From an optimization exercise on the open Yosys and OpenROAD flow, aimed at small area, a short achievable clock period and few clock cycles per item; shortcuts taken in it are not production practice. Only simulation tests tie the RTL to the original design; equivalence was not proved.

==> design.v <==
module aes_sbox_top (
    input  wire [7:0]  a,
    output wire [17:0] m
);
    wire U0 = a[7], U1 = a[6], U2 = a[5], U3 = a[4];
    wire U4 = a[3], U5 = a[2], U6 = a[1], U7 = a[0];
    wire T1  = U0 ^ U3;
    wire T2  = U0 ^ U5;
    wire T3  = U0 ^ U6;
    wire T4  = U3 ^ U5;
    wire T5  = U4 ^ U6;
    wire T6  = T1 ^ T5;
    wire T7  = U1 ^ U2;
    wire T8  = U7 ^ T6;
    wire T9  = U7 ^ T7;
    wire T10 = T6 ^ T7;
    wire T11 = U1 ^ U5;
    wire T12 = U2 ^ U5;
    wire T13 = T3 ^ T4;
    wire T14 = T6 ^ T11;
    wire T15 = T5 ^ T11;
    wire T16 = T5 ^ T12;
    wire T17 = T9 ^ T16;
    wire T18 = U3 ^ U7;
    wire T19 = T7 ^ T18;
    wire T20 = T1 ^ T19;
    wire T21 = U6 ^ U7;
    wire T22 = T7 ^ T21;
    wire T23 = T2 ^ T22;
    wire T24 = T2 ^ T10;
    wire T25 = T20 ^ T17;
    wire T26 = T3 ^ T16;
    wire T27 = T1 ^ T12;
    wire D   = U7;
    wire M1  = T13 & T6;
    wire M2  = T23 & T8;
    wire M3  = T14 ^ M1;
    wire M4  = T19 & D;
    wire M5  = M4 ^ M1;
    wire M6  = T3 & T16;
    wire M7  = T22 & T9;
    wire M8  = T26 ^ M6;
    wire M9  = T20 & T17;
    wire M10 = M9 ^ M6;
    wire M11 = T1 & T15;
    wire M12 = T4 & T27;
    wire M13 = M12 ^ M11;
    wire M14 = T2 & T10;
    wire M15 = M14 ^ M11;
    wire M16 = M3 ^ M2;
    wire M17 = M5 ^ T24;
    wire M18 = M8 ^ M7;
    wire M19 = M10 ^ M15;
    wire M20 = M16 ^ M13;
    wire M21 = M17 ^ M15;
    wire M22 = M18 ^ M13;
    wire M23 = M19 ^ T25;
    wire M24 = M22 ^ M23;
    wire M25 = M22 & M20;
    wire M26 = M21 ^ M25;
    wire M27 = M20 ^ M21;
    wire M28 = M23 ^ M25;
    wire M29 = M28 & M27;
    wire M30 = M26 & M24;
    wire M31 = M20 & M23;
    wire M32 = M27 & M31;
    wire M33 = M27 ^ M25;
    wire M34 = M21 & M22;
    wire M35 = M24 & M34;
    wire M36 = M24 ^ M25;
    wire M37 = M21 ^ M29;
    wire M38 = M32 ^ M33;
    wire M39 = M23 ^ M30;
    wire M40 = M35 ^ M36;
    wire M41 = M38 ^ M40;
    wire M42 = M37 ^ M39;
    wire M43 = M37 ^ M38;
    wire M44 = M39 ^ M40;
    wire M45 = M42 ^ M41;
    wire M46 = M44 & T6;
    wire M47 = M40 & T8;
    wire M48 = M39 & D;
    wire M49 = M43 & T16;
    wire M50 = M38 & T9;
    wire M51 = M37 & T17;
    wire M52 = M42 & T15;
    wire M53 = M45 & T27;
    wire M54 = M41 & T10;
    wire M55 = M44 & T13;
    wire M56 = M40 & T23;
    wire M57 = M39 & T19;
    wire M58 = M43 & T3;
    wire M59 = M38 & T22;
    wire M60 = M37 & T20;
    wire M61 = M42 & T1;
    wire M62 = M45 & T4;
    wire M63 = M41 & T2;
    assign m = {M46, M47, M48, M49, M50, M51, M52, M53, M54, M55, M56, M57, M58, M59, M60, M61, M62, M63};
endmodule
module aes_sbox_bot (
    input  wire [17:0] m,
    output wire [7:0]  s
);
    wire M46, M47, M48, M49, M50, M51, M52, M53, M54, M55, M56, M57, M58, M59, M60, M61, M62, M63;
    assign {M46, M47, M48, M49, M50, M51, M52, M53, M54, M55, M56, M57, M58, M59, M60, M61, M62, M63} = m;
    wire L0  = M61 ^ M62;
    wire L1  = M50 ^ M56;
    wire L2  = M46 ^ M48;
    wire L3  = M47 ^ M55;
    wire L4  = M54 ^ M58;
    wire L5  = M49 ^ M61;
    wire L6  = M62 ^ L5;
    wire L7  = M46 ^ L3;
    wire L8  = M51 ^ M59;
    wire L9  = M52 ^ M53;
    wire L10 = M53 ^ L4;
    wire L11 = M60 ^ L2;
    wire L12 = M48 ^ M51;
    wire L13 = M50 ^ L0;
    wire L14 = M52 ^ M61;
    wire L15 = M55 ^ L1;
    wire L16 = M56 ^ L0;
    wire L17 = M57 ^ L1;
    wire L18 = M58 ^ L8;
    wire L19 = M63 ^ L4;
    wire L20 = L0 ^ L1;
    wire L21 = L1 ^ L7;
    wire L22 = L3 ^ L12;
    wire L23 = L18 ^ L2;
    wire L24 = L15 ^ L9;
    wire L25 = L6 ^ L10;
    wire L26 = L7 ^ L9;
    wire L27 = L8 ^ L10;
    wire L28 = L11 ^ L14;
    wire L29 = L11 ^ L17;
    assign s[7] = L6 ^ L24;
    assign s[6] = ~(L16 ^ L26);
    assign s[5] = ~(L19 ^ L28);
    assign s[4] = L6 ^ L21;
    assign s[3] = L20 ^ L22;
    assign s[2] = L25 ^ L29;
    assign s[1] = ~(L13 ^ L27);
    assign s[0] = ~(L6 ^ L23);
endmodule
module aes_sbox (
    input  wire [7:0] a,
    output wire [7:0] s
);
    wire [17:0] m;
    aes_sbox_top u_top (.a(a), .m(m));
    aes_sbox_bot u_bot (.m(m), .s(s));
endmodule
module cip_aes_core (
    input  wire         clk,
    input  wire         rst,       
    input  wire         start,     
    input  wire         key_256,   
    input  wire [255:0] key,
    input  wire [127:0] din,
    output wire         ready,
    output reg          done,      
    output wire [127:0] dout
);
    reg          va, vb;           
    reg          ma, mb;           
    reg  [3:0]   ra, rb;           
    reg  [127:0] sa;               
    reg  [127:0] kpa;              
    reg  [127:0] kca;              
    reg  [31:0]  kwa;              
    reg  [287:0] sb;               
    reg  [127:0] kxb;              
    reg  [127:0] kcb;              
    reg  [71:0]  kwb;              
    reg  [127:0] q;                
    reg  [4:0]   lim;              
    reg          free;             
    reg          rdy;              
    assign dout = q;
    function [7:0] xtime;
        input [7:0] b;
        xtime = {b[6:0], 1'b0} ^ (b[7] ? 8'h1b : 8'h00);
    endfunction
    function [31:0] mix_column;
        input [31:0] c;
        reg [7:0] a0, a1, a2, a3, b0, b1, b2, b3;
        begin
            a0 = c[31:24]; a1 = c[23:16]; a2 = c[15:8]; a3 = c[7:0];
            b0 = a0 ^ a1; b1 = a1 ^ a2; b2 = a2 ^ a3; b3 = a3 ^ a0;
            mix_column[31:24] = a1 ^ b2 ^ xtime(b0);
            mix_column[23:16] = a2 ^ b3 ^ xtime(b1);
            mix_column[15:8]  = a3 ^ b0 ^ xtime(b2);
            mix_column[7:0]   = a0 ^ b1 ^ xtime(b3);
        end
    endfunction
    function [7:0] rcon;
        input       m256;
        input [3:0] r;
        reg   [3:0] i;
        begin
            i = m256 ? {1'b0, r[3:1]} : r - 4'd1;    
            case (i)
                4'd0: rcon = 8'h01;
                4'd1: rcon = 8'h02;
                4'd2: rcon = 8'h04;
                4'd3: rcon = 8'h08;
                4'd4: rcon = 8'h10;
                4'd5: rcon = 8'h20;
                4'd6: rcon = 8'h40;
                4'd7: rcon = 8'h80;
                4'd8: rcon = 8'h1b;
                4'd9: rcon = 8'h36;
                default: rcon = 8'h00;
            endcase
            if (m256 && !r[0]) rcon = 8'h00;
        end
    endfunction
    wire [287:0] sa_m;
    wire [71:0]  kw_m;
    genvar gi;
    generate
        for (gi = 0; gi < 16; gi = gi + 1) begin : g_sa
            aes_sbox_top u_s (.a(sa[127-8*gi -: 8]), .m(sa_m[287-18*gi -: 18]));
        end
        for (gi = 0; gi < 4; gi = gi + 1) begin : g_ka
            aes_sbox_top u_k (.a(kwa[31-8*gi -: 8]), .m(kw_m[71-18*gi -: 18]));
        end
    endgenerate
    wire [31:0]  rcw  = {rcon(ma, ra), 24'h0};
    wire [31:0]  p0   = kpa[127:96] ^ rcw;
    wire [31:0]  p1   = p0 ^ kpa[95:64];
    wire [31:0]  p2   = p1 ^ kpa[63:32];
    wire [31:0]  p3   = p2 ^ kpa[31:0];
    always @(posedge clk) begin
        sb  <= sa_m;
        kwb <= kw_m;
        kxb <= {p0, p1, p2, p3};
        kcb <= kca;
        mb  <= ma;
        rb  <= ra;
    end
    wire [127:0] sbo;
    wire [31:0]  ksub;
    generate
        for (gi = 0; gi < 16; gi = gi + 1) begin : g_sb
            aes_sbox_bot u_s (.m(sb[287-18*gi -: 18]), .s(sbo[127-8*gi -: 8]));
        end
        for (gi = 0; gi < 4; gi = gi + 1) begin : g_kb
            aes_sbox_bot u_k (.m(kwb[71-18*gi -: 18]), .s(ksub[31-8*gi -: 8]));
        end
    endgenerate
    wire [127:0] sr;
    generate
        for (gi = 0; gi < 16; gi = gi + 1) begin : g_sr
            localparam integer R = gi % 4;
            localparam integer C = gi / 4;
            localparam integer SRC = R + 4 * ((C + R) % 4);
            assign sr[127-8*gi -: 8] = sbo[127-8*SRC -: 8];
        end
    endgenerate
    wire [127:0] mc = {mix_column(sr[127:96]), mix_column(sr[95:64]),
                       mix_column(sr[63:32]),  mix_column(sr[31:0])};
    wire [127:0] knext = kxb ^ {4{ksub}};
    wire [127:0] rk    = mb ? kcb : knext;    
    wire         last  = (rb == (mb ? 4'd14 : 4'd10));
    wire         fin   = vb && last;
    wire         rotn  = !mb || !rb[0];
    wire [31:0]  kwn   = rotn ? {knext[23:0], knext[31:24]} : knext[31:0];
    wire         lasta = (ra == (ma ? 4'd14 : 4'd10));
    wire         freen = !va || lasta;
    assign ready = rdy;
    wire [127:0] kpn   = free ? key[255:128] : rk;
    wire         acc   = start && rdy;
    always @(posedge clk) begin
        q <= sr ^ rk;
        sa  <= (free ? din : mc) ^ kpn;
        kpa <= kpn;
        if (free) begin
            kca <= key[127:0];
            kwa <= key_256 ? {key[23:0], key[31:24]} : {key[151:128], key[159:152]};
            ma  <= key_256;
            ra  <= 4'd1;
        end else begin
            kca <= knext;
            kwa <= kwn;
            ma  <= mb;
            ra  <= rb + 4'd1;
        end
    end
    always @(posedge clk) begin
        if (rst) begin
            va   <= 1'b0;
            vb   <= 1'b0;
            done <= 1'b0;
            lim  <= 5'd0;
            free <= 1'b1;
            rdy  <= 1'b1;
        end else begin
            free <= freen;
            rdy  <= freen && (acc ? !key_256 : (lim <= 5'd21));
            vb   <= va;
            va   <= free ? acc : vb;
            done <= fin;
            if (acc)
                lim <= key_256 ? 5'd28 : 5'd20;
            else if (lim != 5'd0)
                lim <= lim - 5'd1;
        end
    end
endmodule
==> flow/run.sh <==
#!/bin/bash
# Layout flow: the standard flow, with the port buffers made of the
# smallest buffer cell. Each tool's output is logged here.
set -o pipefail
bash standard.sh "BUFFER_PORTS_ARGS=-buffer_cell sky130_fd_sc_hd__buf_1" finish > standard.log 2>&1
==> standard.sh <==
#!/bin/bash
# synth_recipe.tcl (not shown) runs the flow's synth.tcl, then flattens the netlist and writes it again
# the make line also repeats each setting of config.mk as NAME=value (left out here)
make -C /OpenROAD-flow-scripts/flow DESIGN_CONFIG=/design/flow/config.mk WORK_HOME=/design/flow/orfs CLKGATE_MAP_FILE= SYNTH_SCRIPT=/design/flow/synth_recipe.tcl "${@:-finish}"
==> config.mk <==
export PLATFORM = sky130hd
export DESIGN_NAME = cip_aes_core
export DESIGN_NICKNAME = cip_aes_core
export VERILOG_FILES = /design/flow/design.v
export SDC_FILE = /design/flow/constraint.sdc
export NUM_CORES = 4
export LEC_CHECK = 0
export CAP_MARGIN = 20
export CORE_MARGIN = 2
export CORE_UTILIZATION = 45
export CTS_CLUSTER_SIZE = 30
export PLACE_DENSITY = 0.6
export SETUP_SLACK_MARGIN = 5
export SLEW_MARGIN = 20
export TNS_END_PERCENT = 20
==> constraint.sdc <==
create_clock -name core_clock -period 8.0 [get_ports {clk}]
set_input_delay 1.6000 -clock core_clock [delete_from_list [all_inputs] [get_ports {clk}]]
set_output_delay 1.6000 -clock core_clock [all_outputs]
set_load 0.01 [all_outputs]
==> summary.md, run 1 <==
| Metric | Value |
|---|---|
| Status | no timing/DRC/antenna violations |
| DRC | 0 |
| I/O pin cnt | 518 |
| Fmax | 298 MHz |
| Fin crit period | 3.35 ns |
| Setup crit start kind | flop |
| Count leader, synth | xnor2_1 |
| Async set-or-reset flop fraction in the synthesized netlist | 0% |
| Initial drt markers | 3797 |
| DR vias | 47003 |
| Fin. Hold Viols | 0 |
| Top post-synthesis cells by count | xnor2_1, dfxtp_1, xor2_1 |
| Post-Syn Nets | 6659 |
| Max_cap viols | 0 |
| Crit Path Max Fanout | 47 |
| Register area share after synthesis | 37.0% |
| Post-synth EDFFs | 0 |
| Synth top area cells | dfxtp_1, xnor2_1, xor2_1, xnor3_1, nor2_1 |
| Largest family of logic cells by synthesized area | XOR/XNOR gates |
| Simple-Gate Fraction of Synth Area | 8.51% |
| Vias/cell | 5.27 |
| IO buf count | 517 |
| Starting density of the core | 45.2% |
| Drt first pass iters | 6 |
| NumNets Final | 7342 |
| Unrepaired setup endpoints after global routing | true |
| Overflow after GRT | 0 |
| Worst-Margin Slew | 1.30 ns |
| GRT Util Overall | 30.2% |
| CP Data Arrival Time | 3.94 ns |
| Final ANT Viol Nets | 0 |
| Mapped Cells | 6224 |
| Per-cell routed wire length | 25.6 um |
| H-tree Lvls | 4 |
| Yosys top cell area share | 37.0% |
| Total CTS buffers | 135 |
| Unique masters post-synth | 63 |
| Synth-to-layout area growth | 23.0% |
| Die H | 381 um |
| Post-DP HPWL | 180 mm |
| Worst Path Buf+Inv | 1 |
| Synth Flop Type | dfxtp_1 |
| WL final | 228 mm |
| Cell chain of the critical path | buf_4 > mux2i_1 > o21ai_0 > xor2_1 |
| Worst skew pair latency | 0.79 ns |
| Flops & latches, synth | 1180 |
| Kind of cell adding the most delay to the critical path | compound AO/OA/AOI/OAI gates |
| Synth Area in Adders | 0.937% |
| Mux contribution to synthesized area | 4.92% |
| Clock Sinks | 1180 |
| Largest net degree at the start of global routing | 156 |
| Crit path largest cell delay | 0.95 ns |
| Final setup TNS | 0 ns |
| Worst Path Required | 8.59 ns |
| Hold WC Path Type | flop to flop |
| CTS Buffer Depth | 3 |
| Final WS setup | 4.65 ns |
| Core area | 141000 sq um |
| Headroom to the max-slew limit | 13.3% |
| Die area | 145000 sq um |
| Share of layout cells above drive strength 1 | 18.7% |
| Cts hold-fix bufs | 0 |
| Max-slew violation count | 0 |
| Num rows | 138 |
| Wire length of the first global-routing pass | 316 mm |
| Final setup viols | 0 |
| Final Cycle Share | 41.9% |
| Cell Area, Synth | 63900 sq um |
| Die width | 381 um |
| Placer Congestion | 0.946 |
| CTS clk-pin slew, worst paths | 0.06 ns |
| Top cell type by total area after synthesis | dfxtp_1 |
| Worst Setup End Kind | flop |
| CTS tree | yes |
| Compound-Gate Fraction of Synth Area | 7.54% |
| Worst slack, placed | 3.91 ns |
| Vias in the first global route | 45126 |
| Mean Syn Cell Area | 10.3 sq um |
| Worst hold slack | 0.313 ns |
| Clk root buf | clkbuf_16 |
| Fin Clk Skew | 0.0312 ns |
| WS Path Type | flop to flop |
| Xor and xnor area share after synthesis | 38.8% |
| Ys Warns | 1 |
| Slowest cell on the critical path | o21ai_0 |
| Initial antenna violation count | 16 |
layer usage:
layer / track usage [%] / part of all wire (%) / vias to the layer above
li1: - / - / 21985
met1: 40.4 / 43 / 22849
met4: 12.7 / 4.8 / 16
met5: 0 / 0.046 / -
met3: 5.52 / 6.7 / 386
met2: 48.1 / 45 / 1767
path summary, 6_finish.rpt:
| path | from | endpoint | slack, ns | depth (start not counted) |
|---|---|---|---|---|
| max | mb | sa[6] | 4.65 | 4 |
| min | kca[18] | kcb[18] | 0.31 | 0 |
| max reg2reg | mb | sa[6] | 4.65 | 4 |
| min reg2reg | kca[18] | kcb[18] | 0.31 | 0 |
what timing repair did:
| item | 4_1_cts | 5_1_grt |
|---|---|---|
| buffers inserted | 121 | 112 |
| pin swaps | 72 | 103 |
| gates cloned | 6 | 8 |
| setup endpoints to repair | 572 | 535 |
| resized for setup | 417 | 354 |
placed cells by master (no fill, tap or decap), types with 30 or more instances in the layout:
cell	n
a21oi_1	135
a221oi_1	36
and2_1	43
buf_1	516
buf_4	278
clkbuf_16	140
dfxtp_1	1051
dfxtp_2	81
dfxtp_4	48
ha_1	42
inv_1	84
mux2_2	143
mux2i_1	137
nand2_1	432
nand2b_1	39
nand3_1	30
nor2_1	453
nor2b_1	42
nor3_1	72
o21ai_0	278
o21ai_1	55
o22ai_1	37
xnor2_1	1005
xnor2_2	186
xnor2_4	87
xnor3_1	203
xnor3_2	48
xor2_1	659
xor2_2	60
xor3_1	49
kinds of logic after synthesis:
family | after synthesis
simple gates | 1243
xor+xnor | 2306
buf+inv | 364
fa+ha+maj | 48
compound gates | 787
mux | 296
flops | 1180
final cells by class:
class                   count  area, sq um
inverters                  84          315
fillers                 12530        62700
repair buffers            812         4330
well taps                1890         2360
multi-input cells        4694        43000
clock inverters            62          742
flip-flops and latches   1180        23900
clock buffers             183         3920
diodes                     12         30.0
flip-flops by register name, indices dropped and copies added, names as in the netlist:
register and count:
rdy 1, q 128, kcb 128, free 1
sb 288, rb 4, kpa 128, va 1
ma 1, lim 5, ra 4, done 1
kwa 32, kca 128, kxb 128, mb 1
kwb 72, sa 128, vb 1
through the flow:
| stage | instances | instance area [sq um] | utilization, % |
|---|---|---|---|
| floorplan | 6224 | 63900 | - |
| global placement | 8413 | 67600 | 47.9 |
| detailed placement | 8413 | 67600 | 47.9 |
| CTS | 8785 | 75500 | 53.5 |
| global route | 8905 | 78500 | 55.6 |
| finish | 8917 | 78600 | 55.6 |
Testbench counts, summed over its fixed seeds: cycles 39,710, blocks 3,200.
==> run 2, diff against run 1 <==
--- a/config.mk
+++ b/config.mk
@@ -9,7 +9,6 @@
 export CORE_MARGIN = 2
-export CORE_UTILIZATION = 45
+export CORE_UTILIZATION = 58
 export CTS_CLUSTER_SIZE = 30
-export PLACE_DENSITY = 0.6
+export PLACE_DENSITY = 0.72
 export SETUP_SLACK_MARGIN = 5
 export SLEW_MARGIN = 20
-export TNS_END_PERCENT = 20
==> run 2 against run 1 <==
Net effect: fmax up 9.1%; still clean on timing, DRC and antenna; via count grew 3.2%; critical path depth grew 6; critical endpoint is now sa[66].
==> summary.md, run 2 <==
| Metric | Value |
|---|---|
| Status | no timing/DRC/antenna violations |
| Post-Syn Nets | 6659 (unchanged) |
| Biggest register | sb |
| Setup crit start kind | flop |
| Largest register FFs | 288 (unchanged) |
| Die H | 336 um (-12%) |
| Count leader, synth | xnor2_1 |
| Ys Warns | 1 (unchanged) |
| Core area | 109000 sq um (-23%) |
| Die area | 113000 sq um (-22%) |
| HP Start | kca[121] |
| Max-slew violation count | 0 (unchanged) |
| I/O pin cnt | 518 (unchanged) |
| Flops & latches, synth | 1180 (unchanged) |
| Synth Flop Type | dfxtp_1 |
| Top cell type by total area after synthesis | dfxtp_1 |
| Wire length of the first global-routing pass | 306 mm (-3.4%) |
| Yosys top cell area share | 37.0% (unchanged) |
| DRC | 0 (unchanged) |
| IO buf count | 517 (unchanged) |
| Vias/cell | 5.69 (+8.0%) |
| Worst hold slack | 0.318 ns (+0.00497 ns) |
| Cell area after placement | 67100 sq um (-0.79%) |
| Async set-or-reset flop fraction in the synthesized netlist | 0% (unchanged) |
| WS Path Type | flop to flop |
| GRT Util Overall | 37.4% (+7.1 points) |
| Fin. Hold Viols | 0 (unchanged) |
| Placer Congestion | 1.01 (+6.4%) |
| Worst-Margin Slew | 1.33 ns (+0.0361 ns) |
| DR vias | 48503 (+3.2%) |
| Starting density of the core | 58.6% (+13 points) |
| Drt first pass iters | 6 (unchanged) |
| Fin crit period | 3.07 ns (-0.281 ns) |
| CTS clk-pin slew, worst paths | 0.06 ns (about the same) |
| Headroom to the max-slew limit | 10.9% (-2.4 points) |
| Unrepaired setup endpoints after global routing | true |
| Overflow after GRT | 0 (unchanged) |
| Final WS setup | 4.93 ns (+0.281 ns) |
| Final setup viols | 0 (unchanged) |
| Worst skew pair latency | 0.74 ns (-0.05 ns) |
| Max_cap viols | 0 (unchanged) |
| Crit Path Max Fanout | 4 (-91%) |
| CTS tree | yes |
| Vias in the first global route | 45661 (+1.2%) |
| Crit path largest cell delay | 0.47 ns (-0.48 ns) |
| Mean Syn Cell Area | 10.3 sq um (unchanged) |
| Synth top area cells | dfxtp_1, xnor2_1, xor2_1, xnor3_1, nor2_1 |
| Top post-synthesis cells by count | xnor2_1, dfxtp_1, xor2_1 |
| Num rows | 121 (-12%) |
| Final ANT Viol Nets | 0 (unchanged) |
| Fillers | 7615 (-39%) |
| Worst Setup End Kind | flop |
| Synth-to-layout area growth | 26.3% |
| Total CTS buffers | 120 (-11%) |
| Clock Sinks | 1180 (unchanged) |
| CP Data Arrival Time | 3.67 ns (-0.27 ns) |
| Worst slack, placed | 4.02 ns (+0.104 ns) |
| Worst Path Required | 8.60 ns (about the same) |
| CTS Buffer Depth | 3 (unchanged) |
| Post-DP HPWL | 169 mm (-6.1%) |
| Share of layout cells above drive strength 1 | 24.0% (+5.3 points) |
| Commonest non-fill, non-tap cell in the layout | dfxtp_1 |
| Most frequent cells in the layout | dfxtp_1, xnor2_1, xor2_1 |
| Unique masters post-synth | 63 (unchanged) |
| Slowest cell on the critical path | xnor3_1 |
| Initial drt markers | 4541 (+20%) |
| H-tree Lvls | 3 (-1) |
| Clk root buf | clkbuf_16 |
| Hold WC Path Type | flop to flop |
| Per-cell routed wire length | 26.1 um (+2.1%) |
| Cell Area, Synth | 63900 sq um (unchanged) |
| Final Cycle Share | 38.4% (-3.5 points) |
| Fmax | 326 MHz (+9.1%) |
| Register area share after synthesis | 37.0% (unchanged) |
| Die width | 336 um (-12%) |
| Final instance area | 80700 sq um (+2.7%) |
| FF-to-FF Start | kwb[5] |
| Fin Clk Skew | 0.0322 ns (+0.00103 ns) |
| CP Launch Point | kwb[5] |
| Final setup TNS | 0 ns (unchanged) |
| NumNets Final | 7429 (+1.2%) |
| Cell chain of the critical path | xnor3_1 > xor2_4 > xnor2_2 > xnor2_4 > buf_12 > buf_4 > xnor2_1 > o21ai_0 > mux2_2 > xor2_1 |
| Initial antenna violation count | 20 (+4) |
| WL final | 223 mm (-2.5%) |
| Post-synth EDFFs | 0 (unchanged) |
| Largest net degree at the start of global routing | 157 (+0.64%) |
| Mapped Cells | 6224 (unchanged) |
## run 2: cell counts after synthesis
No cell type changed its count.
## run 2: layer usage
| layer | track usage (%) | routed length (um) |
|---|---|---|
| met5 | 0 | 91 |
| met3 | 6.51 | 18300 |
| met4 | 22.1 | 15800 |
| met2 | 58.3 | 100000 |
| met1 | 48.8 | 88300 |
## run 2: through the flow
| stage | utilization [%] | std cells |
|---|---|---|
| final | 74.0 | 8519 |
| after global routing | 74.0 | 8515 |
| after CTS | 69.6 | 8316 |
| after detailed placement | 61.6 | 7925 |
| after global placement | 61.5 | 7924 |
| after floorplan | - | 6224 |
## run 2: timing repair
item	4_1_cts	5_1_grt
gates cloned	7	5
hold buffers	0	0
pin swaps	97	229
setup buffers	158	191
resized for setup	597	576
endpoints found under the setup margin	576	462
## run 2: cells by family after synthesis
kind of cell / count (synthesis) / share of synthesized area (%)
AO/OA/AOI/OAI: 787 / 7.54
flip-flops: 1180 / 37.0
XOR/XNOR: 2306 / 38.8
adder cells (fa/ha/maj): 48 / 0.937
buffers and inverters: 364 / 2.31
multiplexers: 296 / 4.92
AND/OR/NAND/NOR: 1243 / 8.51
## run 2: final cells by class
type / count / area, sq um / share of cell area [%]
clock inverters: 66 / 872 / 1.08
clock buffers: 160 / 3460 / 4.29
repair buffers: 917 / 5140 / 6.38
diodes: 7 / 17.5 / 0.0217
inverters: 84 / 315 / 0.391
multi-input cells: 4691 / 45100 / 55.9
well taps: 1414 / 1770 / 2.19
flip-flops and latches: 1180 / 24000 / 29.8
## run 2: final timing paths
path	to	slack, ns	depth (start not counted)
worst max-delay path	sa[66]	4.93	10
worst min-delay path	kcb[121]	0.32	0
worst max register to register	sa[66]	4.93	10
worst min register to register	kcb[121]	0.32	0
## run 2: critical path, delay by kind of cell (launching register included)
kind            cells  cell delay (ns)
flops               1             0.35
mux                 1             0.31
buf+inv             2             0.30
compound gates      1             0.37
xor+xnor            6             1.59
==> run 3, diff against run 2 <==
--- a/config.mk
+++ b/config.mk
@@ -9,5 +9,6 @@
 export CORE_MARGIN = 2
-export CORE_UTILIZATION = 58
-export CTS_CLUSTER_SIZE = 30
-export PLACE_DENSITY = 0.72
+export CORE_UTILIZATION = 45
+export CTS_CLUSTER_DIAMETER = 70
+export CTS_CLUSTER_SIZE = 24
+export PLACE_DENSITY = 0.6
 export SETUP_SLACK_MARGIN = 5
==> run 3 against run 2 <==
Net effect: flip-flop and latch count stayed put; sequential share of layout area down 0.18 points; worst hold slack gained 0.0028 ns; via count down 2.3%; highest routed layer unchanged; clock-buffer cell count shrank 60; clock skew rose by 0.027 ns; synthesized cell count unchanged.
==> summary.md, run 3 <==
| Metric | Value |
|---|---|
| Fin Clk Skew | 0.0594 ns (+0.0272 ns) |
| Die H | 381 um (+13%) |
| Worst Path Required | 8.65 ns (+0.05 ns) |
| Max_cap viols | 0 (unchanged) |
| WL final | 232 mm (+4.2%) |
| Slowest cell on the critical path | xnor3_1 |
| Biggest register | sb |
| Synth-to-layout area growth | 27.2% |
| Drt first pass iters | 5 (-1) |
| Fin. Hold Viols | 0 (unchanged) |
| I/O pin cnt | 518 (unchanged) |
| DRC | 0 (unchanged) |
| Worst Path Buf+Inv | 0 (-2) |
| Crit path largest cell delay | 0.60 ns (+0.13 ns) |
| Crit path top cell by count | xnor3_1 |
| Final Cycle Share | 38.1% (-0.31 points) |
| Kind of cell adding the most delay to the critical path | XOR/XNOR gates |
| Placer Congestion | 0.954 (-5.1%) |
| Synth Flop Type | dfxtp_1 |
| Die area | 145000 sq um (+29%) |
| Total CTS buffers | 93 (-23%) |
| NumNets Final | 7464 (+0.47%) |
| Vias in the first global route | 45396 (-0.58%) |
| Mapped Cells | 6224 (unchanged) |
| Cell chain of the critical path | xnor3_1 > xnor3_1 > xnor3_1 > xnor2_1 > xnor2_1 > nor2_1 > a21oi_1 > xnor2_2 |
| Ys Warns | 1 (unchanged) |
| Top post-synthesis cells by count | xnor2_1, dfxtp_1, xor2_1 |
| Wire length of the first global-routing pass | 317 mm (+3.8%) |
| Top cell type by total area after synthesis | dfxtp_1 |
| IO buf count | 517 (unchanged) |
| Initial drt markers | 3720 (-18%) |
| Status | no timing/DRC/antenna violations |
| CTS Buffer Depth | 3 (unchanged) |
| Count leader, synth | xnor2_1 |
| Clock Sinks | 1180 (unchanged) |
| Largest net degree at the start of global routing | 161 (+2.5%) |
| Cell Area, Synth | 63900 sq um (unchanged) |
| Register area share after synthesis | 37.0% (unchanged) |
| Overflow after GRT | 0 (unchanged) |
| Num rows | 138 (+14%) |
| Post-DP HPWL | 179 mm (+6.2%) |
| Fin crit period | 3.05 ns (-0.0246 ns) |
| Final setup TNS | 0 ns (unchanged) |
| Unique masters post-synth | 63 (unchanged) |
| Mean Syn Cell Area | 10.3 sq um (unchanged) |
| Headroom to the max-slew limit | 15.9% (+5.1 points) |
| CP Data Arrival Time | 3.70 ns (+0.03 ns) |
| Vias/cell | 5.27 (-7.5%) |
| Final setup viols | 0 (unchanged) |
| Async set-or-reset flop fraction in the synthesized netlist | 0% (unchanged) |
| Most frequent cells in the layout | dfxtp_1, xnor2_1, xor2_1 |
| Worst Setup End Kind | flop |
| Die width | 381 um (+13%) |
| Flops & latches, synth | 1180 (unchanged) |
| CTS clk-pin slew, worst paths | 0.10 ns (+0.04 ns) |
| Post-synth EDFFs | 0 (unchanged) |
| Starting density of the core | 45.2% (-13 points) |
| WS Path Type | flop to flop |
| Clk root buf | clkbuf_16 |
| Share of layout cells above drive strength 1 | 25.0% (+1.0 points) |
| Largest register FFs | 288 (unchanged) |
| Synth top area cells | dfxtp_1, xnor2_1, xor2_1, xnor3_1, nor2_1 |
| Yosys top cell area share | 37.0% (unchanged) |
| Max-slew violation count | 0 (unchanged) |
| Initial antenna violation count | 19 (-5.0%) |
| Per-cell routed wire length | 25.8 um (-1.4%) |
| GRT Util Overall | 30.3% (-7.0 points) |
| CTS tree | yes |
| Hold WC Path Type | flop to flop |
| Final ANT Viol Nets | 0 (unchanged) |
| Core area | 141000 sq um (+30%) |
| Unrepaired setup endpoints after global routing | true |
| Fmax | 328 MHz (+0.81%) |
| DR vias | 47409 (-2.3%) |
| Worst hold slack | 0.321 ns (+0.00276 ns) |
| Worst-Margin Slew | 1.26 ns (-0.0756 ns) |
| Commonest non-fill, non-tap cell in the layout | dfxtp_1 |
| Worst skew pair latency | 0.78 ns (+0.04 ns) |
| H-tree Lvls | 3 (unchanged) |
| Crit Path Max Fanout | 4 (unchanged) |
| Post-Syn Nets | 6659 (unchanged) |
| Setup crit start kind | flop |
-- run 3: layout make-up --
cell class / instances / area (sq um)
clock inverters: 74 / 1030
inverters: 84 / 315
fillers: 12189 / 60000
multi-input cells: 4692 / 45400
clock buffers: 100 / 2410
diodes: 2 / 5.00
repair buffers: 978 / 5710
well taps: 1890 / 2360
flip-flops and latches: 1180 / 24000
-- run 3: cells by family after synthesis --
logic type | after synthesis | share of synthesized area (%)
buf+inv | 364 | 2.31
xor+xnor | 2306 | 38.8
simple gates | 1243 | 8.51
mux | 296 | 4.92
compound gates | 787 | 7.54
fa+ha+maj | 48 | 0.937
flops | 1180 | 37.0
-- run 3: worst paths after layout --
kind            from       to  slack (ns)  cells past startpoint
max reg2reg  sb[164]    sa[0]        4.95                      8
max          sb[164]    sa[0]        4.95                      8
min          kca[23]  kcb[23]        0.32                      0
min reg2reg  kca[23]  kcb[23]        0.32                      0
-- run 3: routing by layer --
layer / global-route usage [%] / part of all wire [%]
met1: 40.1 / 42
met2: 47.8 / 46
met3: 5.67 / 7.3
met4: 14.6 / 5.4
met5: 0 / 0.024
-- run 3: through the flow --
step	utilization, %	area (sq um)	cells	setup WS (ns)
final	57.5	81200	9000	4.95
after detailed placement	48.0	67800	8412	3.93
after floorplan	-	64000	6224	5.01
after global placement	48.0	67800	8412	3.58
after global routing	57.5	81200	8998	4.86
after CTS	53.9	76200	8766	4.78
-- run 3: repair_timing --
action                     CTS  global route
setup endpoints to repair  560           458
cloned                      10             2
pin swaps                  122           218
gates resized for setup    652           583
hold buffers                 0             0
setup buffers              170           230
==> run 4, diff against run 3 <==
--- a/config.mk
+++ b/config.mk
@@ -10,4 +10,4 @@
 export CORE_UTILIZATION = 45
-export CTS_CLUSTER_DIAMETER = 70
-export CTS_CLUSTER_SIZE = 24
+export CTS_CLUSTER_DIAMETER = 60
+export CTS_CLUSTER_SIZE = 20
 export PLACE_DENSITY = 0.6
==> run 4 against run 3 <==
Net effect: still clean; sequential share of layout area decreased by 0.37 points; clock-buffer cell count increased by 20; synthesized area unchanged; critical path depth increased by 3; global-route usage about the same; via count increased by 0.56%; setup slack got worse by 0.11 ns; fmax decreased by 3.4%; routed wire length increased by 0.33%; clock skew increased by 0.0012 ns; non-clock buffer count decreased by 3; largest cell class unchanged.
==> summary.md, run 4 <==
| Metric | Value |
|---|---|
| Post-synth EDFFs | 0 (unchanged) |
| Most frequent cells in the layout | dfxtp_1, xnor2_1, xor2_1 |
| Crit Path Max Fanout | 5 (+1) |
| I/O pin cnt | 518 (unchanged) |
| CTS tree | yes |
| NumNets Final | 7479 (+0.20%) |
| Fmax | 317 MHz (-3.4%) |
| Min-Delay Path Depth | 0 (unchanged) |
| Headroom to the max-slew limit | 19.4% (+3.4 points) |
| Commonest non-fill, non-tap cell in the layout | dfxtp_1 |
| Hold WC Path Type | flop to flop |
| Largest register FFs | 288 (unchanged) |
| WS Path Type | flop to flop |
| Ys Warns | 1 (unchanged) |
| Initial drt markers | 3802 (+2.2%) |
| Worst Path Required | 8.57 ns (-0.08 ns) |
| Slowest cell on the critical path | xnor3_2 |
| Setup crit start kind | flop |
| Count leader, synth | xnor2_1 |
| Fin. Hold Viols | 0 (unchanged) |
| Largest net degree at the start of global routing | 161 (unchanged) |
| Core area | 141000 sq um (unchanged) |
| Register area share after synthesis | 37.0% (unchanged) |
| Async set-or-reset flop fraction in the synthesized netlist | 0% (unchanged) |
| Drt first pass iters | 9 (+4) |
| HP Start | kca[119] |
| Clk root buf | clkbuf_16 |
| Cell Area, Synth | 63900 sq um (unchanged) |
| Unique masters post-synth | 63 (unchanged) |
| Clock Sinks | 1180 (unchanged) |
| DR vias | 47675 (+0.56%) |
| WL final | 233 mm (+0.33%) |
| Reg2Reg Depth | 11 (+3) |
| Worst-Margin Slew | 1.21 ns (-0.0514 ns) |
| M1 WL | 97.2 mm (+0.15%) |
| Hold Path End | kcb[119] |
| CP Data Arrival Time | 3.73 ns (+0.03 ns) |
| Mean Syn Cell Area | 10.3 sq um (unchanged) |
| Top sig layer | met5 |
| Starting density of the core | 45.2% (unchanged) |
| Placer Congestion | 0.954 (unchanged) |
| IO buf count | 517 (unchanged) |
| Biggest register | sb |
| Die H | 381 um (unchanged) |
| Cell chain of the critical path | xnor3_2 > buf_6 > buf_4 > buf_4 > xnor3_2 > nor2_4 > xnor2_4 > xnor2_2 > nand2b_2 > o311ai_2 > a211oi_1 |
| DR WL met2 | 105 mm (-0.42%) |
| CP Launch Point | sa[77] |
| Mapped Cells | 6224 (unchanged) |
| GRT Util Overall | 30.4% (+0.032 points) |
| Worst R2R Setup Slack | 4.84 ns (-0.11 ns) |
| Met3 wire len | 17.2 mm (+2.2%) |
| Vias/cell | 5.28 (+0.22%) |
| Total CTS buffers | 111 (+19%) |
| Max-slew violation count | 0 (unchanged) |
| Top cell type by total area after synthesis | dfxtp_1 |
| Final Cycle Share | 39.4% (+1.4 points) |
| CTS Buffer Depth | 3 (unchanged) |
| Synth top area cells | dfxtp_1, xnor2_1, xor2_1, xnor3_1, nor2_1 |
| Critical R2R Capture | sb[164] |
| Crit path largest cell delay | 0.50 ns (-0.10 ns) |
| Die area | 145000 sq um (unchanged) |
| Overflow after GRT | 0 (unchanged) |
| Yosys top cell area share | 37.0% (unchanged) |
| Synth-to-layout area growth | 28.7% |
| CTS clk-pin slew, worst paths | 0.08 ns (-0.02 ns) |
| Worst Setup End Kind | flop |
| Per-cell routed wire length | 25.8 um (about the same) |
| Status | no timing/DRC/antenna violations |
| FF-to-FF Start | sa[77] |
| H-tree Lvls | 3 (unchanged) |
| Flops & latches, synth | 1180 (unchanged) |
| Fillers | 12027 (-1.3%) |
| Num rows | 138 (unchanged) |
| Initial antenna violation count | 23 (+4) |
| Share of layout cells above drive strength 1 | 25.8% (+0.79 points) |
| DRC | 0 (unchanged) |
| Post-DP HPWL | 179 mm (unchanged) |
| Worst skew pair latency | 0.79 ns (about the same) |
| Fin Clk Skew | 0.0606 ns (+0.00118 ns) |
| Die width | 381 um (unchanged) |
| Top post-synthesis cells by count | xnor2_1, dfxtp_1, xor2_1 |
| Final ANT Viol Nets | 0 (unchanged) |
| Wire length of the first global-routing pass | 317 mm (about the same) |
| Synth Flop Type | dfxtp_1 |
| Fin crit period | 3.16 ns (+0.109 ns) |
| Vias in the first global route | 45683 (+0.63%) |
| Cts hold-fix bufs | 0 (unchanged) |
| Final setup TNS | 0 ns (unchanged) |
| Unrepaired setup endpoints after global routing | true |
| Max_cap viols | 0 (unchanged) |
| Post-Syn Nets | 6659 (unchanged) |
| Final setup viols | 0 (unchanged) |
-- run 4: layout make-up --
type | count | area, sq um | share of cell area, %
tap | 1890 | 2360 | 2.88
clock inverter | 88 | 1170 | 1.42
sequential | 1180 | 24000 | 29.2
timing repair buffer | 975 | 5700 | 6.93
multi-input combinational | 4692 | 45700 | 55.6
antenna | 2 | 5.00 | 0.00609
inverter | 84 | 315 | 0.384
clock buffer | 120 | 2930 | 3.56
-- run 4: through the flow --
step	util (%)	setup slack (ns)	cell area [sq um]	hold WS, ns	std cells
finish	58.2	4.84	82200	0.286	9031
global route	58.2	4.72	82200	0.305	9029
CTS	54.4	4.79	76900	0.280	8810
detailed placement	48.0	3.93	67800	0.312	8412
global placement	48.0	3.58	67800	0.310	8412
floorplan	-	5.01	64000	0.310	6224
-- run 4: critical path, delay by kind of cell, from the launching register on --
kind / cells / cell delay [ns]
buffers and inverters: 3 / 0.41
and+or+nand+nor: 2 / 0.38
xor gates and xnor gates: 4 / 1.25
DFF: 1 / 0.43
AOI/OAI and AO/OA: 2 / 0.46
-- run 4: what timing repair did --
item / in CTS / in global routing
resized for setup: 655 / 625
cloned: 12 / 0
setup buffers: 178 / 219
setup endpoints to repair: 559 / 457
endpoints found under the hold margin: 0 / 0
pin swaps: 115 / 228
-- run 4: worst max-delay path by stage --
stage / end / slack (ns) / cells after the start
after global routing: sb[164] / 4.72 / 11
after floorplan: kwa[10] / 5.01 / 5
after detailed placement: sb[43] / 3.93 / 11
final: sb[164] / 4.84 / 11
after global placement: sa[1] / 3.58 / 8
after CTS: sa[67] / 4.79 / 8
-- run 4: cells by family (layout without fill, tap and decap cells) --
| logic type | Yosys count | count (layout) | share of synthesized area, % |
|---|---|---|---|
| other | 0 | 2 | 0 |
| adders and majority gates | 48 | 48 | 0.937 |
| xor gates and xnor gates | 2306 | 2318 | 38.8 |
| AOI/OAI and AO/OA | 787 | 787 | 7.54 |
| and+or+nand+nor | 1243 | 1243 | 8.51 |
| DFF | 1180 | 1180 | 37.0 |
| buffers and inverters | 364 | 1267 | 2.31 |
| muxes | 296 | 296 | 4.92 |
-- run 4: per-layer routing --
| metal | GRT usage (%) | up-vias |
|---|---|---|
| met2 | 47.3 | 1836 |
| met5 | 0 | - |
| met1 | 40.1 | 23188 |
| met3 | 5.82 | 400 |
| li1 | - | 22235 |
| met4 | 15.7 | 16 |
==> run 5, diff against run 4 <==
--- a/config.mk
+++ b/config.mk
@@ -10,4 +10,4 @@
 export CORE_UTILIZATION = 45
-export CTS_CLUSTER_DIAMETER = 60
-export CTS_CLUSTER_SIZE = 20
+export CTS_CLUSTER_SIZE = 30
+export GPL_ROUTABILITY_DRIVEN = 0
 export PLACE_DENSITY = 0.6
==> run 5 against run 4 <==
Net effect: still clean; via count grew 0.76%; global-route usage is 0.28 points lower; critical path depth decreased by 3; first-iteration DRC count is 17% higher; critical path type unchanged; critical endpoint is now sa[113].
==> summary.md, run 5 <==
| Metric | Value |
|---|---|
| Final setup viols | 0 (unchanged) |
| Fin. Hold Viols | 0 (unchanged) |
| Headroom to the max-slew limit | 11.6% (-7.8 points) |
| Register area share after synthesis | 37.0% (unchanged) |
| Flops & latches, synth | 1180 (unchanged) |
| Setup crit start kind | flop |
| NumNets Final | 7450 (-0.39%) |
| Clk root buf | clkbuf_16 |
| DR vias | 48037 (+0.76%) |
| CTS tree | yes |
| GRT Util Overall | 30.1% (-0.28 points) |
| Initial antenna violation count | 18 (-22%) |
| Fin crit period | 3.03 ns (-0.125 ns) |
| Worst-Margin Slew | 1.32 ns (+0.117 ns) |
| DRC | 0 (unchanged) |
| Clock Sinks | 1180 (unchanged) |
| Post-DP HPWL | 177 mm (-1.5%) |
| Cts hold-fix bufs | 0 (unchanged) |
| Commonest non-fill, non-tap cell in the layout | dfxtp_1 |
| Final instance area | 81400 sq um (-0.95%) |
| Final std cells w/o fill | 9020 (-0.12%) |
| Num rows | 138 (unchanged) |
| M1 WL | 94.7 mm (-2.6%) |
| Placed cells | 8413 (+0.012%) |
| Overflow after GRT | 0 (unchanged) |
| Top sig layer | met5 |
| Mapped Cells | 6224 (unchanged) |
| Initial drt markers | 4464 (+17%) |
| I/O pin cnt | 518 (unchanged) |
| Hold WC Path Type | flop to flop |
| Ys Warns | 1 (unchanged) |
| Vias/cell | 5.33 (+0.88%) |
| Status | no timing/DRC/antenna violations |
| Worst skew pair latency | 0.80 ns (about the same) |
| Worst Path Required | 8.65 ns (+0.08 ns) |
| Post-synth EDFFs | 0 (unchanged) |
| Fin Clk Skew | 0.0276 ns (-0.0329 ns) |
| WS Path Type | flop to flop |
| Mean Syn Cell Area | 10.3 sq um (unchanged) |
| Starting density of the core | 45.2% (unchanged) |
| Top cell type by total area after synthesis | dfxtp_1 |
| Max-slew violation count | 0 (unchanged) |
| Wire length of the first global-routing pass | 316 mm (-0.40%) |
| Cell area after placement | 67800 sq um (about the same) |
| Unique masters post-synth | 63 (unchanged) |
| Biggest register | sb |
| Final Cycle Share | 37.9% (-1.6 points) |
| Worst Setup End Kind | flop |
| CP Data Arrival Time | 3.68 ns (-0.05 ns) |
| Drt first pass iters | 7 (-2) |
| Per-cell routed wire length | 25.4 um (-1.5%) |
| CTS Buffer Depth | 3 (unchanged) |
| Post-Syn Nets | 6659 (unchanged) |
| Unrepaired setup endpoints after global routing | true |
| Crit Path Max Fanout | 5 (unchanged) |
| IO buf count | 517 (unchanged) |
| Final ANT Viol Nets | 0 (unchanged) |
| WL final | 229 mm (-1.6%) |
| Die area | 145000 sq um (unchanged) |
| Share of layout cells above drive strength 1 | 23.8% (-2.0 points) |
| Die width | 381 um (unchanged) |
| Fmax | 330 MHz (+4.1%) |
| Vias in the first global route | 45740 (+0.12%) |
| Die H | 381 um (unchanged) |
| Final setup TNS | 0 ns (unchanged) |
| Yosys top cell area share | 37.0% (unchanged) |
| Top post-synthesis cells by count | xnor2_1, dfxtp_1, xor2_1 |
| Count leader, synth | xnor2_1 |
| Synth Flop Type | dfxtp_1 |
| H-tree Lvls | 4 (+1) |
| Cell Area, Synth | 63900 sq um (unchanged) |
| Synth-to-layout area growth | 27.5% |
| Core area | 141000 sq um (unchanged) |
| Largest register FFs | 288 (unchanged) |
| Most frequent cells in the layout | dfxtp_1, xnor2_1, xor2_1 |
| Max_cap viols | 0 (unchanged) |
| CTS clk-pin slew, worst paths | 0.07 ns (about the same) |
| Synth top area cells | dfxtp_1, xnor2_1, xor2_1, xnor3_1, nor2_1 |
| Largest net degree at the start of global routing | 140 (-13%) |
| Total CTS buffers | 132 (+19%) |
| Async set-or-reset flop fraction in the synthesized netlist | 0% (unchanged) |
| Met3 wire len | 18.1 mm (+5.0%) |
| DR WL met2 | 102 mm (-2.8%) |
run 5: cell type report:
type	count	area, sq um
antenna	10	25.0
clock buffer	174	3700
clock inverter	65	971
fill	11915	59800
inverter	84	315
multi-input combinational	4693	44800
sequential	1180	24000
tap	1890	2360
timing repair buffer	924	5240
run 5: final timing paths:
path | from | to | slack, ns | depth (start not counted)
worst min register to register | kca[23] | kcb[23] | 0.31 | 0
worst max-delay path | kwb[38] | sa[113] | 4.97 | 8
worst max register to register | kwb[38] | sa[113] | 4.97 | 8
worst min-delay path | kca[23] | kcb[23] | 0.31 | 0
run 5: kinds of logic after synthesis:
group	synth area share, %
compound gates	7.54
xor+xnor	38.8
fa+ha+maj	0.937
buf+inv	2.31
flops	37.0
mux	4.92
simple gates	8.51
run 5: worst max-delay path: stages (launching register included):
cell     delay, ns
dfxtp_1       0.39
xnor3_1       0.48
xnor2_1       0.36
xor2_1        0.18
buf_4         0.25
xnor2_1       0.11
mux2i_1       0.52
o21ai_1       0.37
xnor2_1       0.22
run 5: timing repair:
item,CTS,global route
setup buffers,176,169
resized for setup,576,550
gates cloned,12,1
setup endpoints to repair,551,456
pin swaps,99,206
run 5: stage by stage:
stage,hold slack (ns),utilization [%],setup WS [ns]
floorplan,0.310,-,5.01
finish,0.309,57.6,4.97
CTS,0.309,54.5,4.89
global placement,0.310,48.0,4.06
detailed placement,0.312,48.0,4.03
global route,0.323,57.6,4.85
run 5: metal layers:
| metal | track usage, % | up-vias |
|---|---|---|
| li1 | - | 22195 |
| met1 | 39.8 | 23260 |
| met2 | 46.6 | 2056 |
| met3 | 6.05 | 508 |
| met4 | 15.7 | 18 |
| met5 | 0 | - |
==> run 6, diff against run 5 <==
--- a/config.mk
+++ b/config.mk
@@ -11,3 +11,2 @@
 export CTS_CLUSTER_SIZE = 30
-export GPL_ROUTABILITY_DRIVEN = 0
 export PLACE_DENSITY = 0.6
==> run 6 against run 5 <==
Net effect: routed wire length increased by 1.8%; first-iteration DRC count decreased by 12%; core utilization increased by 0.78 points; clock-buffer cell count increased by 14; synthesized area unchanged; setup slack improved by 0.025 ns; critical path type unchanged.
==> summary.md, run 6 <==
| Metric | Value |
|---|---|
| CTS clk-pin slew, worst paths | 0.07 ns (about the same) |
| Fmax | 333 MHz (+0.82%) |
| Total CTS buffers | 134 (+1.5%) |
| Clk root buf | clkbuf_16 |
| Post-synth EDFFs | 0 (unchanged) |
| Synth top area cells | dfxtp_1, xnor2_1, xor2_1, xnor3_1, nor2_1 |
| Placer Congestion | 0.954 |
| Overflow after GRT | 0 (unchanged) |
| Per-cell routed wire length | 25.7 um (+1.3%) |
| Vias in the first global route | 45860 (+0.26%) |
| Clock Sinks | 1180 (unchanged) |
| Worst Path Required | 8.67 ns (+0.02 ns) |
| Ys Warns | 1 (unchanged) |
| Initial drt markers | 3936 (-12%) |
| Post-Syn Nets | 6659 (unchanged) |
| NumNets Final | 7500 (+0.67%) |
| Share of layout cells above drive strength 1 | 25.3% (+1.5 points) |
| Die H | 381 um (unchanged) |
| CP Data Arrival Time | 3.68 ns (about the same) |
| Synth-to-layout area growth | 29.2% |
| CTS Buffer Depth | 3 (unchanged) |
| Largest net degree at the start of global routing | 161 (+15%) |
| Final setup viols | 0 (unchanged) |
| Fin. Hold Viols | 0 (unchanged) |
| Cell Area, Synth | 63900 sq um (unchanged) |
| GRT Util Overall | 30.6% (+0.47 points) |
| CTS tree | yes |
| Drt first pass iters | 6 (-1) |
| IO buf count | 517 (unchanged) |
| Max_cap viols | 0 (unchanged) |
| Most frequent cells in the layout | dfxtp_1, xnor2_1, xor2_1 |
| Unrepaired setup endpoints after global routing | true |
| Yosys top cell area share | 37.0% (unchanged) |
| Final setup TNS | 0 ns (unchanged) |
| Vias/cell | 5.30 (-0.53%) |
| Cts hold-fix bufs | 0 (unchanged) |
| Mapped Cells | 6224 (unchanged) |
| Worst Setup End Kind | flop |
| Top cell type by total area after synthesis | dfxtp_1 |
| Wire length of the first global-routing pass | 320 mm (+1.3%) |
| Worst-Margin Slew | 1.24 ns (-0.0851 ns) |
| Die width | 381 um (unchanged) |
| Largest register FFs | 288 (unchanged) |
| FF-to-FF Start | sb[125] |
| Final ANT Viol Nets | 0 (unchanged) |
| I/O pin cnt | 518 (unchanged) |
| Setup crit start kind | flop |
| Worst R2R Setup Slack | 4.99 ns (+0.02 ns) |
| Die area | 145000 sq um (unchanged) |
| Final Cycle Share | 37.6% (-0.31 points) |
| H-tree Lvls | 4 (unchanged) |
| Mean Syn Cell Area | 10.3 sq um (unchanged) |
| WS Path Type | flop to flop |
| DR vias | 48023 (-0.029%) |
| Top post-synthesis cells by count | xnor2_1, dfxtp_1, xor2_1 |
| Hold WC Path Type | flop to flop |
| Headroom to the max-slew limit | 17.2% (+5.7 points) |
| Final instance area | 82500 sq um (+1.3%) |
| Status | no timing/DRC/antenna violations |
| Flops & latches, synth | 1180 (unchanged) |
| Max-slew violation count | 0 (unchanged) |
| Min-Delay Path Depth | 0 (unchanged) |
| Post-DP HPWL | 179 mm (+1.5%) |
| Worst skew pair latency | 0.79 ns (about the same) |
| Starting density of the core | 45.2% (unchanged) |
| Async set-or-reset flop fraction in the synthesized netlist | 0% (unchanged) |
| Initial antenna violation count | 17 (-1) |
| Commonest non-fill, non-tap cell in the layout | dfxtp_1 |
| Core area | 141000 sq um (unchanged) |
| Biggest register | sb |
| Hold Path End | kcb[23] |
| Fin crit period | 3.01 ns (-0.0246 ns) |
| Synth Flop Type | dfxtp_1 |
| Cell area after placement | 67800 sq um (about the same) |
| WL final | 233 mm (+1.8%) |
| Fin Clk Skew | 0.0408 ns (+0.0132 ns) |
| DRC | 0 (unchanged) |
| Unique masters post-synth | 63 (unchanged) |
| Count leader, synth | xnor2_1 |
| Crit Path Max Fanout | 4 (-1) |
| HP Start | kca[23] |
| Critical R2R Capture | sa[74] |
| Reg2Reg Depth | 8 (unchanged) |
| Register area share after synthesis | 37.0% (unchanged) |
| Num rows | 138 (unchanged) |
==> run 6: cell counts after synthesis <==
Identical to the previous run, type by type.
==> run 6: how the worst max path moves through the flow <==
stage | end | start | depth (start not counted)
6_report | sa[74] | sb[125] | 8
5_1_grt | kxb[25] | ma | 9
4_1_cts | sa[72] | kwb[23] | 7
3_5_place_dp | sb[43] | sa[19] | 11
3_3_place_gp | sa[1] | kwb[2] | 8
2_1_floorplan | kwa[10] | key_256 | 5
==> run 6: cell type report <==
cell class | count | area (sq um)
clock inverter | 54 | 716
timing repair buffer | 966 | 5600
inverter | 84 | 315
sequential | 1180 | 24000
antenna | 4 | 10.0
tap | 1890 | 2360
clock buffer | 188 | 3950
multi-input combinational | 4699 | 45500
fill | 11987 | 58700
==> run 6: per-stage QoR <==
stage	util (%)	hold WS, ns	setup slack [ns]	cells
after floorplan	-	0.310	5.01	6224
final	58.4	0.295	4.99	9065
after CTS	54.8	0.297	4.86	8838
after detailed placement	48.0	0.312	3.93	8412
after global placement	48.0	0.310	3.58	8412
after global routing	58.4	0.311	4.85	9061
==> run 6: critical path, stage by stage (launching register included) <==
cell and delay, ns:
dfxtp_1 0.41, xor3_1 0.50, xnor3_1 0.49, xnor2_4 0.37, buf_4 0.18, xnor2_1 0.10, xnor2_1 0.32, mux2i_2 0.22
xnor2_2 0.32
==> run 6: layer usage <==
| layer | wire length, um | global-route usage [%] | vias up |
|---|---|---|---|
| li1 | - | - | 22306 |
| met1 | 98900 | 41.1 | 23400 |
| met2 | 107000 | 48.5 | 1947 |
| met3 | 15800 | 4.90 | 364 |
| met4 | 11700 | 13.8 | 6 |
| met5 | 43 | 0 | - |
==> run 6: cell families (layout without fill, tap and decap cells) <==
kind of cell,after synthesis,in the layout,synth area share (%)
buffers and inverters,364,1292,2.31
adder cells (fa/ha/maj),48,48,0.937
flip-flops,1180,1180,37.0
other,0,4,0
XOR/XNOR,2306,2325,38.8
AND/OR/NAND/NOR,1243,1243,8.51
AO/OA/AOI/OAI,787,787,7.54
multiplexers,296,296,4.92
==> run 6: what timing repair did <==
item | in CTS | in global routing
setup endpoints to repair | 552 | 464
endpoints found under the hold margin | 0 | 0
buffers inserted | 171 | 217
gates resized for setup | 642 | 568
pin swaps | 122 | 226
gates cloned | 13 | 6

==> what the ideal ports hide <==
The results above use ideal ports. As a check the final layouts listed here were re-extracted and re-timed, cells and wires unchanged. Step 1: set_driving_cell puts a clkbuf_16 on clk and a buf_2 on each other input, an assumption about the parent block. Step 2 also shifts input and output timing later by t, the mid clock arrival at the registers, as if the neighbouring blocks saw the same clock. Three values: ideal, step 1, step 2; two values: the first two.
run	shift t [ns]	setup WS [ns]	clock arrival spread, ns	worst register clock-pin slew, ns	worst data-port slew with drivers (ns)
run 1	0.860	4.648 / 4.648 / 4.648	0.032 / 0.032	0.07 / 0.07	0.15
run 2	0.803	4.928 / 4.928 / 4.816	0.033 / 0.032	0.07 / 0.07	0.12
run 3	0.834	4.953 / 4.953 / 4.771	0.060 / 0.060	0.10 / 0.10	0.13
run 4	0.841	4.844 / 4.844 / 4.832	0.060 / 0.061	0.09 / 0.09	0.13
run 5	0.863	4.969 / 4.969 / 4.770	0.029 / 0.029	0.07 / 0.07	0.16
run 6	0.855	4.994 / 4.959 / 4.789	0.041 / 0.041	0.07 / 0.07	0.12
After both steps every run listed still meets setup and hold. For run 6, which loses most, drivers alone change the setup slack by -0.035 ns; drivers and shift together by -0.205 ns.
